Background: an optimization exercise with open tools, aiming at small area, a short achievable clock period and few clock cycles. Do not read the settings as production practice. Function was checked by simulation only, so behaviour that the tests miss may differ from the original. Power figures rest on the tool's default switching activity, not on a simulated workload.

==> flow/design.v, too long to show whole: its modules and the start of the top module <==
// module mac_agen: 98 lines
// module mac_add: 26 lines
// module mac_form_o: 39 lines
// module mac_rsb: 13 lines
// module mac_seq_tile: 411 lines
// module mac_mul: 1148 lines
module mac_seq_tile (
    input  wire        clk,
    input  wire        rst,
    input  wire        start,
    input  wire        a_signed,
    input  wire        b_signed,
    input  wire [30:0] ag0_cfg,
    input  wire [30:0] ag1_cfg,
    output wire        busy,
    output reg         done,
    output wire [5:0]  i_addr,
    input  wire [31:0] i_rdata,
    output wire [7:0]  x_addr,
    output wire        x_we,
    output wire [15:0] x_wdata,
    input  wire [15:0] x_rdata,
    output wire [7:0]  y_addr,
    output wire        y_we,
    output wire [15:0] y_wdata,
    input  wire [15:0] y_rdata,
    output reg  [39:0] acc,
    output reg  [15:0] out,
    output reg  [3:0]  bx,
    output reg         ovf,
    output reg         fault,
    output reg  [1:0]  fault_code,
    output reg  [5:0]  pc
);
  // ...
==> flow/flow/run.sh <==
#!/bin/bash
# The standard layout (the standard flow's synthesis, floorplan, placement, CTS and routing),
# with repair_timing asked for 14 ns more setup slack than the clock period needs,
# so that the tools size the critical paths for speed. The design, its synthesis,
# clock and constraints are the standard flow's; each run's output goes to its own log.
set -euo pipefail
bash standard.sh synth > synth.log 2>&1
bash standard.sh SETUP_SLACK_MARGIN=14 TNS_END_PERCENT=20 finish > layout.log 2>&1
==> flow/standard.sh <==
#!/bin/bash
# synth_recipe.tcl (not shown) runs the flow's synth.tcl, then flattens the netlist and writes it again
# the make line also repeats each setting of config.mk as NAME=value (left out here)
make -C /OpenROAD-flow-scripts/flow DESIGN_CONFIG=/design/flow/config.mk WORK_HOME=/design/flow/orfs CLKGATE_MAP_FILE= SYNTH_SCRIPT=/design/flow/synth_recipe.tcl "${@:-finish}"
==> flow/config.mk <==
export PLATFORM = sky130hd
export DESIGN_NAME = mac_seq_tile
export DESIGN_NICKNAME = mac_seq_tile
export VERILOG_FILES = /design/flow/design.v
export SDC_FILE = /design/flow/constraint.sdc
export NUM_CORES = 4
export LEC_CHECK = 0
export CAP_MARGIN = 20
export CORE_MARGIN = 2
export CORE_UTILIZATION = 55
export PLACE_DENSITY = 0.72
export SLEW_MARGIN = 20
==> flow/constraint.sdc <==
create_clock -name core_clock -period 20.0 [get_ports {clk}]
set_input_delay 4.0000 -clock core_clock [delete_from_list [all_inputs] [get_ports {clk}]]
set_output_delay 4.0000 -clock core_clock [all_outputs]
set_load 0.01 [all_outputs]
==> results.toml, run 1 <==
[setup_path]
cp_num_buf_inv = 3
r2r_cells = 22
cp.depth = 22

[job]
maxCapViolations = 0

[place]
post-dp-hpwl_mm = 91.5
gp_congestion = 0.930

[run_status]
status = "no timing/DRC/antenna violations"

[min_path]
hp-class = "flip-flop to flip-flop"
hold_path_depth = 0

[grt]
grt_use_met2_pct = 57.7
grt.met3_usage_pct = 5.56
grt_max_degree = 89
grt_pass1_vias = 36500

[synth]
ys_types = 93
syn_nets = 5350
ys_seq_elements = 555
synth_area_leaders = "dfxtp_1 24%, fa_1 14%, ha_1 5.6%, mux2i_1 4.4%, nand2_1 4.3%"
synth.most_common_cell = "dfxtp_1"
synth-simple-area-share_pct = 17.6

[sta]
setup_ws_ns = 13.65
finClkSkew_ns = 0.0566

[finish]
fin_area_mm2 = 0.0504
n_all_inverters = 433
top_register = "acc"
buffers = 542
Testbench counts, summed over its fixed seeds: cycles 38,434.
==> inputs of run 2 (changes only) <==
--- a/flow/config.mk
+++ b/flow/config.mk
@@ -9,4 +9,3 @@
 export CORE_MARGIN = 2
-export CORE_UTILIZATION = 55
-export PLACE_DENSITY = 0.72
+export CORE_UTILIZATION = 40
 export SLEW_MARGIN = 20
==> results.toml, run 2 <==
[setup_path]
required_ns = 20.50
end_kind = "flip-flop"
crit_fanout = 6
r2r_cells = 23
cp.arrival_ns = 6.79
r2r_end = "acc[38]$_SDFFE_PP0P_"
crit_path_top_delay_cell = "fa_1"
crit_top_cell = "fa_1"
regToRegSetupSlack_ns = 13.71
cp_slowest_stage_delay_ns = 0.58
criticalPathCategory = "flip-flop to flip-flop"
crit-reg2reg-launch = "e_b[11]$_DFF_P_"
cp-start-kind = "flip-flop"
crit_chain = "buf_6 > and2_4 > fa_1 > fa_1 > inv_2 > fa_2 > fa_1 > fa_1 > inv_2 > fa_1 > ha_4 > a21o_1 > a21o_1 > a21o_1 > a32oi_2 > o21ai_4 > and3_4 > a2111o_1 > o31a_1 > buf_4 > a21oi_2 > xnor2_1 > a22o_1"

[grt]
grt_max_degree = 112
overflow = 0
grt_use_total_pct = 24.4
grt_antenna_before_repair = 9
grt_pass1_wl_mm = 205
grt_pass1_vias = 35300

[min_path]
hold_path_depth = 0
min_to = "e_wy$_DFF_P_"
hp-class = "flip-flop to flip-flop"
hp-start = "r_wy$_DFF_P_"

[job]
maxCapViolations = 0

[synth]
ys_warn_count = 7
synth_area_mm2 = 0.0416
yosysSeqAreaShare_pct = 27.9
synth.most_common_cell = "dfxtp_1"
synth_edf_count = 48
synthTopCellsByCount = "507 x dfxtp_1, 479 x nand2_1, 425 x inv_1, 400 x nor2_1, 320 x a21oi_1"
synth_top_area_share_pct = 24.4
synth_area_leaders = "dfxtp_1 24%, fa_1 14%, ha_1 5.6%, mux2i_1 4.4%, nand2_1 4.3%"
synth_top_cell_by_area = "dfxtp_1"
postSynthCellCount = 4746
ys_types = 93
syn_nets = 5350
synth_area_per_cell_um2 = 8.76
synth_ff_type = "dfxtp_1"
ys_seq_elements = 555
async_flop_share_pct = 0

[pwr]
ir_worst_vdd_mv = 0.119
powerDensity_mw_per_mm2 = 89.2
power.leakage_nw = 20.5
power_w = 0.00453

[route]
totalWireLength_mm = 133
via_per_inst = 5.54
ant_nets = 0
wl_per_cell_um = 20.6
drt_iter0_drc = 2659
remaining_drc_errors = 0
route.vias.total = 35900
dr.pass1.iters = 6

[floorplanning]
io_pins = 259
start_util_pct = 40.2
die-height_um = 326
fp-row-count = 118
core-area_mm2 = 0.103
die_w_um = 326
fp.dieArea_mm2 = 0.107

[sta]
slew_violations = 0
period_share_pct = 31.4
fmax_mhz = 159
setup_violations = 0
max_slew_margin_pct = 14.1
setup_ws_ns = 13.71
finClkSkew_ns = 0.0425
setup_tns_ns = 0
tightest_slew_ns = 1.26
hold_viol_final = 0
grt_setup_unrepaired = "yes"
post-route-min-period_ns = 6.29

[place]
gp_congestion = 0.904
dpl_cell_area_mm2 = 0.0454
post-dp-hpwl_mm = 93.6
io_buffers = 256
pre_cts_ws_ns = 12.01

[clocking]
insertion_delay_ns = 0.63
cts_tree = "yes"
cts.sink_count = 555
htree_levels = 3
clockBufferDepth = 3
hold_buffers = 0
cts-buffers-inserted = 66
cts_root_buffer = "clkbuf_16"
path_clk_slew_ns = 0.06

[finish]
drive_gt1_share_pct = 15.0
finalNetCount = 5653
top_register = "acc"
final_common_cell = "nand2_1"
fin_area_mm2 = 0.0507
largest_reg_flops = 40
reg_top3 = "acc (40), hold (19)"
areaGrowthSynthToFinish_pct = 22.0
layout_common_cells = "476 x nand2_1, 460 x dfxtp_1, 408 x inv_1"

[run_status]
status = "no timing/DRC/antenna violations"
==> run 2: cell counts after synthesis <==
No cell type changed its count.
==> run 2: metrics by stage <==
stage | cells | util (%) | hold slack, ns
6_report | 6484 | 49.1 | 0.320
5_1_grt | 6482 | 49.1 | 0.329
4_1_cts | 6410 | 47.9 | 0.317
3_5_place_dp | 6159 | 43.9 | 0.312
3_3_place_gp | 6159 | 43.9 | 0.310
2_1_floorplan | 4746 | - | 0.310
==> run 2: metal layers <==
metal / GRT usage [%] / up-vias / wire (um)
met1: 30.5 / 17600 / 53900
li1: - / 16900 / -
met3: 3.22 / 288 / 7780
met2: 42.9 / 1125 / 66900
met4: 8.89 / 10 / 4720
met5: 0 / - / 53
==> run 2: power by group <==
part           switching, W  internal [W]
combinational       0.00102      0.000927
sequential        0.0000996       0.00120
clock              0.000517      0.000760
==> run 2: logic make-up (layout without fill, tap and decap cells) <==
logic type / Yosys count / count (layout) / synth area share (%)
other cells: 0 / 4 / 0
compound gates: 971 / 974 / 15.2
simple gates: 1534 / 1535 / 17.6
mux: 293 / 293 / 8.91
xor+xnor: 206 / 206 / 4.34
buf+inv: 714 / 1064 / 6.69
fa+ha+maj: 473 / 473 / 19.4
flops: 555 / 555 / 27.9
==> run 2: final cells by class <==
type	instances	area, um2
antenna	4	10.0
clock inverter	38	492
clock buffer	81	1790
sequential	555	11700
multi-input combinational	3481	28600
timing repair buffer	512	4740
inverter	433	1630
tap	1380	1730
fill	9730	52600
==> run 2: repair_timing <==
action,CTS,global route
buffers inserted,129,68
gates cloned,3,2
resized for setup,221,155
pin swaps,79,102
endpoints found under the setup margin,245,171
==> run 2: worst max-delay path: cells and delay by family (launching register included) <==
| family | cells | cell delay [ns] |
|---|---|---|
| AOI/OAI and AO/OA | 9 | 1.79 |
| xor gates and xnor gates | 1 | 0.09 |
| adders and majority gates | 7 | 3.15 |
| buffers and inverters | 4 | 0.40 |
| DFF | 1 | 0.40 |
| and+or+nand+nor | 2 | 0.33 |
==> run 2: worst max path at each step <==
stage / startpoint / to / slack [ns] / cells past startpoint
CTS: e_b[11]$_DFF_P_ / ovf$_SDFFE_PP0P_ / 13.72 / 22
global route: e_b[12]$_DFF_P_ / acc[31]$_SDFFE_PP0P_ / 13.54 / 24
floorplan: i_rdata[0] / lp_active$_SDFFE_PP0P_ / 13.79 / 16
finish: e_b[11]$_DFF_P_ / acc[38]$_SDFFE_PP0P_ / 13.71 / 23
detailed placement: i_rdata[22] / fpc[2]$_SDFFE_PP0P_ / 12.01 / 10
global placement: i_rdata[22] / fpc[1]$_SDFFE_PP0P_ / 12.06 / 10
==> module mac_seq_tile, before the edit <==
module mac_seq_tile (
    input  wire        clk,
    input  wire        rst,
    input  wire        start,
    input  wire        a_signed,
    input  wire        b_signed,
    input  wire [30:0] ag0_cfg,
    input  wire [30:0] ag1_cfg,
    output wire        busy,
    output reg         done,
    output wire [5:0]  i_addr,
    input  wire [31:0] i_rdata,
    output wire [7:0]  x_addr,
    output wire        x_we,
    output wire [15:0] x_wdata,
    input  wire [15:0] x_rdata,
    output wire [7:0]  y_addr,
    output wire        y_we,
    output wire [15:0] y_wdata,
    input  wire [15:0] y_rdata,
    output reg  [39:0] acc,
    output reg  [15:0] out,
    output reg  [3:0]  bx,
    output reg         ovf,
    output reg         fault,
    output reg  [1:0]  fault_code,
    output reg  [5:0]  pc
);
    localparam [1:0] F_NONE = 2'd0, F_ILLEGAL = 2'd1, F_NESTED = 2'd2;
    reg        busy_r;
    reg        run;           
    reg        first;         
    reg        fin;           
    reg        fin_halt;
    reg [5:0]  fpc;           
    reg [5:0]  ppc;           
    reg        pvalid;        
    reg        use_hold;      
    reg [18:0] hold;          
    reg        jc_v;          
    reg [5:0]  jc_a, jc_t;
    reg [15:0] k0, k1, xr, yr;
    reg [3:0]  det;
    reg        lp_active;
    reg [5:0]  lp_start;
    reg [5:0]  lp_end;
    reg [9:0]  lp_left;
    reg [7:0]  xa_r, ya_r;    
    reg        xwe_r, ywe_r;
    reg [15:0] xwd_r, ywd_r;  
    reg        xb_v, yb_v;    
    reg [7:0]  xb_a, yb_a;
    reg [15:0] xb_d, yb_d;
    assign busy    = busy_r;
    assign i_addr  = fpc;
    assign x_addr  = xa_r;
    assign y_addr  = ya_r;
    assign x_we    = xwe_r;
    assign y_we    = ywe_r;
    assign x_wdata = xwd_r;
    assign y_wdata = ywd_r;
    wire accept = start && !busy_r;
    wire [31:0] ins = use_hold ? {1'b0, hold[18:16], hold[15:0], 12'd0} : i_rdata;
    wire [3:0]  op  = ins[31:28];
    wire        i_fx = ins[27], i_fy = ins[26];
    wire        i_a0 = ins[23], i_a1 = ins[22];
    wire [15:0] imm = ins[15:0];
    wire is_arith = !op[3] && !(op[2] && (op[1] || op[0]));
    wire is_ldk0  = (op == 4'h8);
    wire is_ldk1  = (op == 4'h9);
    wire is_loop  = (op == 4'hA);
    wire is_jmp   = (op == 4'hB);
    wire is_bxclr = (op == 4'hC);
    wire is_halt  = (op == 4'hF);
    wire is_ill   = (op == 4'h5) || (op == 4'h6) || (op == 4'h7) || (op == 4'hD) || (op == 4'hE);
    reg        e_valid, e_wx, e_wy;
    reg [7:0]  e_xa, e_ya;
    wire x_force = xb_v && e_valid && e_wx;
    wire y_force = yb_v && e_valid && e_wy;
    wire rdy0n, rdy1n;
    wire pact  = busy_r && run && pvalid;    
    wire stall = pact && is_arith &&
                 ((i_fx && x_force) || (i_fy && y_force) ||
                  (i_a0 && (first || !rdy0n)) || (i_a1 && (first || !rdy1n)));
    wire exec  = pact && !stall;
    wire [5:0] e_new     = imm[15:10];
    wire       loop_nest = is_loop && lp_active;
    wire       loop_ill  = is_loop && !lp_active && (e_new == ppc);
    wire       finish    = is_ill || is_halt || loop_nest || loop_ill;
    wire [1:0] fcode     = is_ill ? F_ILLEGAL : loop_nest ? F_NESTED : loop_ill ? F_ILLEGAL : F_NONE;
    wire [5:0] tgt     = imm[5:0];
    wire       jmp_out = (tgt - lp_start) > (lp_end - lp_start);
    wire       at_end  = lp_active && (ppc == lp_end);
    wire       counts  = !is_loop && !is_jmp && !finish;
    reg        n_active;
    reg [5:0]  n_start, n_end;
    reg [9:0]  n_left;
    always @* begin
        n_active = lp_active;
        n_start  = lp_start;
        n_end    = lp_end;
        n_left   = lp_left;
        if (exec) begin
            if (is_loop && !finish) begin
                n_active = 1'b1;
                n_start  = ppc + 6'd1;
                n_end    = e_new;
                n_left   = imm[9:0];
            end else if (is_jmp) begin
                if (lp_active && jmp_out)
                    n_active = 1'b0;
            end else if (counts && at_end) begin
                if (lp_left != 10'd0)
                    n_left = lp_left - 10'd1;
                else
                    n_active = 1'b0;
            end
        end
    end
    wire [5:0] fpc_inc = fpc + 6'd1;
    wire       f_at_e  = (fpc == lp_end);
    wire [5:0] f_a     = (lp_active && f_at_e && lp_left != 10'd0) ? lp_start : fpc_inc;
    wire [5:0] f_b     = (f_at_e && lp_left > 10'd1) ? lp_start : fpc_inc;
    wire [5:0] f_c     = (fpc == e_new && imm[9:0] != 10'd0) ? fpc : fpc_inc;
    wire       p_loop  = exec && is_loop && !finish;
    wire       p_cnt   = exec && counts && at_end;
    wire       f_jc    = jc_v && (fpc == jc_a);
    wire [5:0] fpc_seq = f_jc ? jc_t : p_loop ? f_c : p_cnt ? f_b : f_a;
    wire ending = exec && finish;
    wire jump   = exec && is_jmp && (fpc != tgt);    
    wire need_x = exec && is_arith && i_fx;
    wire need_y = exec && is_arith && i_fy;
    reg        d_valid, d_arith, d_ldk0, d_ldk1, d_bxclr, d_end, d_halt;
    reg        d_mul, d_mac, d_msu, d_clr;
    reg [15:0] d_pay;         
    wire       d_fx = d_pay[15], d_fy = d_pay[14], d_wx = d_pay[13], d_wy = d_pay[12];
    wire       d_a0 = d_pay[11], d_a1 = d_pay[10], d_wr = d_pay[9];
    wire ag_adv0 = d_valid && d_arith && d_a0;
    wire ag_adv1 = d_valid && d_arith && d_a1;
    wire [7:0] xa_cur, ya_cur, xa_nxt, ya_nxt, xa_base, ya_base;
    wire rdy0, rdy1;
    mac_agen u_ag0 (.clk(clk), .rst(rst), .cfg(ag0_cfg), .clear(!busy_r), .init(first),
                    .adv(ag_adv0), .ready(rdy0), .ready_nx(rdy0n),
                    .addr_cur(xa_cur), .addr_nxt(xa_nxt), .base_in(xa_base));
    mac_agen u_ag1 (.clk(clk), .rst(rst), .cfg(ag1_cfg), .clear(!busy_r), .init(first),
                    .adv(ag_adv1), .ready(rdy1), .ready_nx(rdy1n),
                    .addr_cur(ya_cur), .addr_nxt(ya_nxt), .base_in(ya_base));
    reg        r_valid, r_arith, r_fx, r_fy, r_wx, r_wy, r_wr, r_sat, r_sela;
    reg [1:0]  r_selb;
    reg [4:0]  r_p;
    reg        r_mul, r_msu, r_mac, r_clr;
    reg        r_bxclr, r_end, r_halt;
    reg [7:0]  r_xa, r_ya;
    reg        e_wr, e_sat;
    reg [4:0]  e_p;
    reg        e_mul, e_msu, e_mac, e_clr;
    reg        e_bxclr, e_end, e_halt;
    reg [16:0] e_a, e_b;
    reg        w_oused, w_bxclr;
    reg [15:0] o_r;           
    wire [15:0] o_comb;
    mac_form_o u_form (.acc(acc), .pe(e_p), .sat(e_sat), .o(o_comb));
    wire [40:0] msum;
    mac_mul u_mul (.a(e_a), .b(e_b), .msu(e_msu), .x(acc & {40{e_mac}}), .sum(msum));
    wire acc_ovf = msum[40] ^ msum[39];
    wire x_hit_e = e_valid && e_wx && (e_xa == r_xa);
    wire x_hit_b = xb_v && (xb_a == r_xa);
    wire x_hit_w = xwe_r && (xa_r == r_xa);
    wire y_hit_e = e_valid && e_wy && (e_ya == r_ya);
    wire y_hit_b = yb_v && (yb_a == r_ya);
    wire y_hit_w = ywe_r && (ya_r == r_ya);
    wire [15:0] x_in = x_hit_e ? o_comb : x_hit_b ? xb_d : x_hit_w ? xwd_r : x_rdata;
    wire [15:0] y_in = y_hit_e ? o_comb : y_hit_b ? yb_d : y_hit_w ? ywd_r : y_rdata;
    wire [15:0] xr_new = r_fx ? x_in : xr;
    wire [15:0] yr_new = r_fy ? y_in : yr;
    reg [15:0] opa, opb;
    always @* begin
        opa = r_sela ? yr_new : xr_new;
        case (r_selb)
            2'b00:   opb = yr_new;
            2'b01:   opb = k0;
            2'b10:   opb = k1;
            default: opb = xr_new;
        endcase
    end
    wire [16:0] opa_x = {a_signed & opa[15], opa};
    wire [16:0] opb_x = {b_signed & opb[15], opb} ^ {17{r_msu}};
    wire        x_new  = e_valid && e_wx;
    wire        x_cand = xb_v || x_new;
    wire        x_sch  = x_cand && !need_x;
    wire [7:0]  x_ca   = xb_v ? xb_a : e_xa;
    wire [15:0] x_cd   = xb_v ? xb_d : o_comb;
    wire        y_new  = e_valid && e_wy;
    wire        y_cand = yb_v || y_new;
    wire        y_sch  = y_cand && !need_y;
    wire [7:0]  y_ca   = yb_v ? yb_a : e_ya;
    wire [15:0] y_cd   = yb_v ? yb_d : o_comb;
    wire [3:0] w_rsb;
    mac_rsb u_rsb (.v(o_r), .rsb(w_rsb));
    wire [3:0] det_next = w_bxclr ? 4'd15 :
                          (w_oused && w_rsb < det) ? w_rsb : det;
    always @(posedge clk) begin
        d_arith <= is_arith;
        d_ldk0  <= is_ldk0;
        d_ldk1  <= is_ldk1;
        d_bxclr <= is_bxclr;
        d_end   <= finish;
        d_halt  <= is_halt;
        d_mul   <= is_arith && (op[2:0] == 3'd1 || op[2:0] == 3'd2 || op[2:0] == 3'd3);
        d_mac   <= is_arith && (op[2:0] == 3'd2 || op[2:0] == 3'd3);
        d_msu   <= is_arith && (op[2:0] == 3'd3);
        d_clr   <= is_arith && (op[2:0] == 3'd4);
        d_pay   <= is_arith ? {ins[27:21], (ins[20:16] > 5'd24) ? 5'd24 : ins[20:16], ins[15:12]} : imm;
        r_arith <= d_arith;
        r_fx    <= d_fx && d_arith;
        r_fy    <= d_fy && d_arith;
        r_wx    <= d_wx && d_arith;
        r_wy    <= d_wy && d_arith;
        r_wr    <= d_wr && d_arith;
        r_p     <= d_pay[8:4];
        r_sat   <= d_pay[3];
        r_sela  <= d_pay[2];
        r_selb  <= d_pay[1:0];
        r_mul   <= d_mul;
        r_mac   <= d_mac;
        r_msu   <= d_msu;
        r_clr   <= d_clr;
        r_bxclr <= d_bxclr;
        r_end   <= d_end;
        r_halt  <= d_halt;
        r_xa    <= xa_cur;
        r_ya    <= ya_cur;
        e_wx    <= r_wx;
        e_wy    <= r_wy;
        e_wr    <= r_wr;
        e_p     <= r_p;
        e_sat   <= r_sat;
        e_mul   <= r_mul;
        e_mac   <= r_mac;
        e_msu   <= r_msu;
        e_clr   <= r_clr;
        e_bxclr <= r_bxclr;
        e_end   <= r_end;
        e_halt  <= r_halt;
        e_xa    <= r_xa;
        e_ya    <= r_ya;
        e_a     <= opa_x;
        e_b     <= opb_x;
        o_r     <= o_comb;
        xwd_r <= x_cd;
        ywd_r <= y_cd;
        if (x_sch ? xb_v : !xb_v) begin
            xb_a <= e_xa;
            xb_d <= o_comb;
        end
        if (y_sch ? yb_v : !yb_v) begin
            yb_a <= e_ya;
            yb_d <= o_comb;
        end
    end
    always @(posedge clk) begin
        if (rst) begin
            busy_r     <= 1'b0;
            done       <= 1'b0;
            run        <= 1'b0;
            first      <= 1'b0;
            fin        <= 1'b0;
            fin_halt   <= 1'b0;
            fpc        <= 6'd0;
            ppc        <= 6'd0;
            pvalid     <= 1'b0;
            use_hold   <= 1'b0;
            hold       <= 19'd0;
            acc        <= 40'd0;
            out        <= 16'd0;
            bx         <= 4'd15;
            det        <= 4'd15;
            ovf        <= 1'b0;
            fault      <= 1'b0;
            fault_code <= F_NONE;
            pc         <= 6'd0;
            k0         <= 16'd0;
            k1         <= 16'd0;
            xr         <= 16'd0;
            yr         <= 16'd0;
            lp_active  <= 1'b0;
            jc_v       <= 1'b0;
            jc_a       <= 6'd0;
            jc_t       <= 6'd0;
            lp_start   <= 6'd0;
            lp_end     <= 6'd0;
            lp_left    <= 10'd0;
            xa_r       <= 8'd0;
            ya_r       <= 8'd0;
            xwe_r      <= 1'b0;
            ywe_r      <= 1'b0;
            xb_v       <= 1'b0;
            yb_v       <= 1'b0;
            d_valid    <= 1'b0;
            r_valid    <= 1'b0;
            e_valid    <= 1'b0;
            w_oused    <= 1'b0;
            w_bxclr    <= 1'b0;
        end else begin
            done  <= 1'b0;
            first <= accept;
            if (!busy_r) begin
                busy_r     <= start;
                fpc        <= {5'd0, start};
                run        <= 1'b1;
                ppc        <= 6'd0;
                pvalid     <= 1'b1;
                use_hold   <= 1'b0;
                lp_active  <= 1'b0;
                jc_v       <= 1'b0;
                if (start) begin
                    fault      <= 1'b0;
                    fault_code <= F_NONE;
                end
            end else if (run) begin
                if (stall) begin
                    use_hold <= 1'b1;
                    hold     <= {ins[30:28], ins[27:12]};
                end else if (!pvalid) begin
                    fpc      <= fpc_seq;
                    ppc      <= fpc;
                    pvalid   <= 1'b1;
                    use_hold <= 1'b0;
                end else if (ending) begin
                    run       <= 1'b0;
                    pvalid    <= 1'b0;
                    use_hold  <= 1'b0;
                    fpc       <= 6'd0;
                    pc        <= ppc;
                    lp_active <= 1'b0;
                    if (fcode != F_NONE) begin
                        fault      <= 1'b1;
                        fault_code <= fcode;
                    end
                end else begin
                    lp_active <= n_active;
                    lp_start  <= n_start;
                    lp_end    <= n_end;
                    lp_left   <= n_left;
                    use_hold  <= 1'b0;
                    if (jump) begin
                        fpc    <= tgt;
                        ppc    <= tgt;
                        pvalid <= 1'b0;
                        jc_v   <= 1'b1;
                        jc_a   <= ppc;
                        jc_t   <= tgt;
                    end else begin
                        fpc    <= fpc_seq;
                        ppc    <= fpc;
                        pvalid <= 1'b1;
                    end
                end
            end
            if (d_valid && d_ldk0) k0 <= d_pay;
            if (d_valid && d_ldk1) k1 <= d_pay;
            d_valid <= exec && (is_arith || is_ldk0 || is_ldk1 || is_bxclr || finish);
            r_valid <= d_valid && (d_arith || d_bxclr || d_end);
            e_valid <= r_valid;
            if (r_valid && r_arith) begin
                xr <= xr_new;
                yr <= yr_new;
            end
            xwe_r <= x_sch;
            ywe_r <= y_sch;
            xa_r  <= x_sch ? x_ca : first ? xa_base : xa_nxt;
            ya_r  <= y_sch ? y_ca : first ? ya_base : ya_nxt;
            xb_v  <= x_sch ? (xb_v && x_new) : x_cand;
            yb_v  <= y_sch ? (yb_v && y_new) : y_cand;
            w_oused <= e_valid && (e_wx || e_wy || e_wr);
            w_bxclr <= e_valid && e_bxclr;
            if (e_valid) begin
                if (e_mul) begin
                    acc <= msum[39:0];
                    if (acc_ovf)
                        ovf <= 1'b1;
                end else if (e_clr) begin
                    acc <= 40'd0;
                end
                if (e_bxclr)
                    ovf <= 1'b0;
                if (e_wr)
                    out <= o_comb;
            end
            if (e_valid && e_end) begin
                if (xb_v || yb_v) begin
                    fin      <= 1'b1;
                    fin_halt <= e_halt;
                end else begin
                    done   <= 1'b1;
                    busy_r <= 1'b0;
                    if (e_halt)
                        bx <= det_next;
                end
            end
            if (fin) begin
                fin    <= 1'b0;
                done   <= 1'b1;
                busy_r <= 1'b0;
                if (fin_halt)
                    bx <= det_next;
            end
            det <= det_next;
        end
    end
endmodule
==> inputs of run 3 (changes only) <==
--- a/flow/design.v
+++ b/flow/design.v
@@ -215,2 +215,3 @@
     reg [18:0] hold;          
+    reg        px_same, py_same;    
     reg        jc_v;          
@@ -306,6 +307,9 @@
     wire jump   = exec && is_jmp && (fpc != tgt);    
-    wire need_x = exec && is_arith && i_fx;
-    wire need_y = exec && is_arith && i_fy;
+    wire skip_x = px_same;
+    wire skip_y = py_same;
+    wire need_x = exec && is_arith && i_fx && !skip_x;
+    wire need_y = exec && is_arith && i_fy && !skip_y;
     reg        d_valid, d_arith, d_ldk0, d_ldk1, d_bxclr, d_end, d_halt;
     reg        d_mul, d_mac, d_msu, d_clr;
+    reg        d_xskip, d_yskip;
     reg [15:0] d_pay;         
@@ -328,2 +332,3 @@
     reg        r_bxclr, r_end, r_halt;
+    reg        r_xskip, r_yskip;
     reg [7:0]  r_xa, r_ya;
@@ -347,6 +352,8 @@
     wire y_hit_w = ywe_r && (ya_r == r_ya);
-    wire [15:0] x_in = x_hit_e ? o_comb : x_hit_b ? xb_d : x_hit_w ? xwd_r : x_rdata;
-    wire [15:0] y_in = y_hit_e ? o_comb : y_hit_b ? yb_d : y_hit_w ? ywd_r : y_rdata;
-    wire [15:0] xr_new = r_fx ? x_in : xr;
-    wire [15:0] yr_new = r_fy ? y_in : yr;
+    wire        x_hit  = x_hit_e || x_hit_b || x_hit_w;
+    wire        y_hit  = y_hit_e || y_hit_b || y_hit_w;
+    wire [15:0] x_fwd  = x_hit_e ? o_comb : x_hit_b ? xb_d : xwd_r;
+    wire [15:0] y_fwd  = y_hit_e ? o_comb : y_hit_b ? yb_d : ywd_r;
+    wire [15:0] xr_new = (r_fx && x_hit) ? x_fwd : (r_fx && !r_xskip) ? x_rdata : xr;
+    wire [15:0] yr_new = (r_fy && y_hit) ? y_fwd : (r_fy && !r_yskip) ? y_rdata : yr;
     reg [15:0] opa, opb;
@@ -388,2 +395,4 @@
         d_clr   <= is_arith && (op[2:0] == 3'd4);
+        d_xskip <= skip_x;
+        d_yskip <= skip_y;
         d_pay   <= is_arith ? {ins[27:21], (ins[20:16] > 5'd24) ? 5'd24 : ins[20:16], ins[15:12]} : imm;
@@ -406,2 +415,4 @@
         r_halt  <= d_halt;
+        r_xskip <= d_xskip;
+        r_yskip <= d_yskip;
         r_xa    <= xa_cur;
@@ -463,2 +474,4 @@
             jc_v       <= 1'b0;
+            px_same    <= 1'b0;
+            py_same    <= 1'b0;
             jc_a       <= 6'd0;
@@ -491,2 +504,4 @@
                 jc_v       <= 1'b0;
+                px_same    <= 1'b0;
+                py_same    <= 1'b0;
                 if (start) begin
@@ -521,2 +536,6 @@
                     use_hold  <= 1'b0;
+                    if (is_arith) begin
+                        px_same <= i_fx && !i_a0 && !ins[25];
+                        py_same <= i_fy && !i_a1 && !ins[24];
+                    end
                     if (jump) begin
==> results.toml, run 3 <==
[route]
wl_met2_mm = 65.4
ant_nets = 0
via_per_inst = 5.52
remaining_drc_errors = 0
wl_met1_mm = 56.4
dr.max_layer_used = "met5"
dr.pass1.iters = 5
route.vias.total = 35700
dr_wl_met3_mm = 8.06
drt_iter0_drc = 2549
wl_per_cell_um = 20.9
totalWireLength_mm = 135

[floorplanning]
fp-row-count = 117
die-height_um = 325
die_w_um = 325
core-area_mm2 = 0.102
fp.dieArea_mm2 = 0.106
io_pins = 259
start_util_pct = 40.4

[grt]
grt_pass1_vias = 35500
grt_use_total_pct = 24.9
grt_max_degree = 193
grt_antenna_before_repair = 9
grt_pass1_wl_mm = 207
overflow = 0

[setup_path]
startpoint = "e_b[9]$_DFF_P_"
r2r_end = "acc[39]$_SDFFE_PP0P_"
regToRegSetupSlack_ns = 13.66
crit_top_cell = "fa_1"
crit_path_top_delay_cell = "fa_1"
cp_num_buf_inv = 3
cp-start-kind = "flip-flop"
path_delay_family = "adder cells"
crit_fanout = 7
r2r_cells = 21
end_kind = "flip-flop"
crit-reg2reg-launch = "e_b[9]$_DFF_P_"
criticalPathCategory = "flip-flop to flip-flop"
cp_slowest_stage_delay_ns = 0.60
crit_chain = "and2_4 > fa_1 > fa_1 > inv_2 > fa_2 > fa_1 > fa_1 > inv_2 > fa_1 > ha_4 > and3_4 > a221o_1 > a21o_1 > a21o_1 > a21o_4 > a2111oi_4 > nor3_2 > a2111oi_2 > buf_4 > xnor2_1 > a22o_1"
required_ns = 20.51
cp.arrival_ns = 6.85

[synth]
ys_seq_elements = 561
yosys.area_share.xor_xnor_pct = 4.39
synth-simple-area-share_pct = 17.0
yosysSeqAreaShare_pct = 28.4
synth_edf_count = 48
synth_mux_area_share_pct = 8.44
syn_nets = 5331
synth_ff_type = "dfxtp_1"
postSynthCellCount = 4727
synth_area_mm2 = 0.0413
synth-compound-area-share_pct = 15.7
synth.most_common_cell = "dfxtp_1"
ys_warn_count = 7
synth_top_cell_by_area = "dfxtp_1"
synth_area_leaders = "dfxtp_1 25%, fa_1 14%, ha_1 5.6%, mux2i_1 4.7%, nand2_1 4.6%"
ys_types = 99
synth_top_area_share_pct = 24.9
async_flop_share_pct = 0
synthTopCellsByCount = "513 x dfxtp_1, 507 x nand2_1, 410 x inv_1, 386 x nor2_1, 343 x a21oi_1"
synthAdderAreaFrac_pct = 19.6
synth_top_family_by_area = "adder cells"
synth_area_per_cell_um2 = 8.73

[place]
post-dp-hpwl_mm = 95.4
gp_congestion = 0.916
io_buffers = 256
placedCellCount = 6126

[min_path]
min_to = "e_p[3]$_DFF_P_"
hp-class = "flip-flop to flip-flop"
hold_path_depth = 0
hp-start = "r_p[3]$_DFF_P_"

[sta]
max_slew_margin_pct = 24.2
period_share_pct = 31.7
tightest_slew_ns = 1.13
finClkSkew_ns = 0.0490
fmax_mhz = 158
hold_viol_final = 0
setup_tns_ns = 0
post-route-min-period_ns = 6.34
setup_violations = 0
grt_setup_unrepaired = "yes"
slew_violations = 0

[pwr]
power.leakage_nw = 20.3
power_w = 0.00430
internal_power_w = 0.00278
ir_worst_vdd_mv = 0.0738
p_seq_share_pct = 30.6
p_clk_share_pct = 29.6
powerDensity_mw_per_mm2 = 85.6
net-switching-power_w = 0.00153
p_comb_share_pct = 39.8
switching_share_pct = 35.5

[finish]
fin_cells = 6471
layout_common_cells = "504 x nand2_1, 470 x dfxtp_1, 403 x inv_1"
utilization_pct = 49.3
largest_reg_flops = 40
final_common_cell = "nand2_1"
reg_top3 = "acc (40), hold (19)"
top_register = "acc"
areaGrowthSynthToFinish_pct = 21.9
drive_gt1_share_pct = 15.0
finalNetCount = 5647

[run_status]
status = "no timing/DRC/antenna violations"

[clocking]
cts_root_buffer = "clkbuf_16"
path_clk_slew_ns = 0.06
clockBufferDepth = 3
cts-buffers-inserted = 69
cts.sink_count = 561
cts_tree = "yes"
htree_levels = 3
insertion_delay_ns = 0.64

[job]
maxCapViolations = 0
-- run 3: cell count changes after synthesis, moves of 14 or more --
cell / before / now
nand2_1: 479 / 507
a22oi_1: 53 / 38
a211oi_1: 105 / 86
o21ai_0: 139 / 186
a21oi_1: 320 / 343
nor2_1: 400 / 386
inv_1: 425 / 410
mux2i_1: 181 / 195
o21bai_1: 31 / 17
nor3_1: 114 / 77
-- run 3: kinds of logic (layout without fill, tap and decap cells) --
group | after synthesis | in the layout
fa+ha+maj | 473 | 473
compound gates | 1010 | 1012
simple gates | 1495 | 1497
buf+inv | 687 | 1055
other cells | 0 | 4
mux | 294 | 294
flops | 561 | 561
xor+xnor | 207 | 207
-- run 3: layout make-up --
type	instances	area (um2)
multi-input cells	3483	28200
clock inverters	33	348
inverters	415	1560
diodes	4	10.0
well taps	1368	1710
fillers	9644	51700
repair buffers	513	4630
clock buffers	94	1950
flip-flops and latches	561	11800
-- run 3: layer usage --
layer / GRT usage, % / vias up
li1: - / 16700
met1: 31.8 / 17500
met2: 42.2 / 1201
met3: 3.60 / 299
met4: 10.3 / 6
met5: 0 / -
-- run 3: worst max path at each step --
stage / end / slack (ns) / cells after the start
4_1_cts: acc[39]$_SDFFE_PP0P_ / 13.73 / 21
3_5_place_dp: fpc[0]$_SDFFE_PP0P_ / 11.83 / 12
5_1_grt: ya_r[7]$_SDFF_PP0_ / 13.41 / 35
2_1_floorplan: lp_active$_SDFFE_PP0P_ / 13.61 / 16
6_report: acc[39]$_SDFFE_PP0P_ / 13.66 / 21
3_3_place_gp: fpc[0]$_SDFFE_PP0P_ / 11.88 / 12
-- run 3: metrics by stage --
step / hold WS, ns / area (um2) / setup WS (ns)
after floorplan: 0.310 / 41400 / 13.61
after global placement: 0.312 / 44900 / 11.88
after detailed placement: 0.312 / 45000 / 11.83
after CTS: 0.321 / 49300 / 13.73
after global routing: 0.329 / 50300 / 13.41
final: 0.320 / 50300 / 13.66
-- run 3: repair_timing --
| item | CTS | global route |
|---|---|---|
| gates cloned | 5 | 1 |
| hold buffers | 0 | 0 |
| buffers inserted | 155 | 53 |
| resized for setup | 239 | 145 |
| pin swaps | 89 | 108 |
| endpoints found under the setup margin | 192 | 150 |
-- run 3: power groups by stage --
stage | Clock, W | Sequential (W) | Combinational, W
detailed placement | 0 | 0.00135 | 0.00131
CTS | 0.00130 | 0.00131 | 0.00156
floorplan | 0 | 0.00129 | 0.000969
finish | 0.00127 | 0.00132 | 0.00171
global route | 0.00134 | 0.00132 | 0.00186
global placement | 0 | 0.00135 | 0.00130
Testbench counts of run 3, summed over its fixed seeds: cycles 37,845.

[port drivers added, routing unchanged]
Ports are ideal in the flow. The routed layouts listed here were re-timed in OpenROAD.
Step 1 (the two cells are an assumption about what drives the block):
set clk [get_ports {clk}]
set_driving_cell -lib_cell sky130_fd_sc_hd__clkbuf_16 $clk
set_driving_cell -lib_cell sky130_fd_sc_hd__buf_2 [delete_from_list [all_inputs] $clk]
Step 2 also shifts input and output timing later by t, the mid clock arrival at the registers, as if the neighbouring blocks saw the same clock.
Three values: no drivers, after step 1, after step 2; two values: the first two.
run | t, ns | slack for setup (ns) | worst data-port slew with drivers (ns)
run 1 | 0.717 | 13.652 / 13.652 / 13.230 | 0.11
run 2 | 0.665 | 13.712 / 13.712 / 13.233 | 0.17
run 3 | 0.683 | 13.663 / 13.663 / 13.169 | 0.13
After both steps every run listed still meets setup and hold. The setup slack of run 3, which loses most, moves by 0.000 ns with the drivers and by -0.494 ns with both steps.
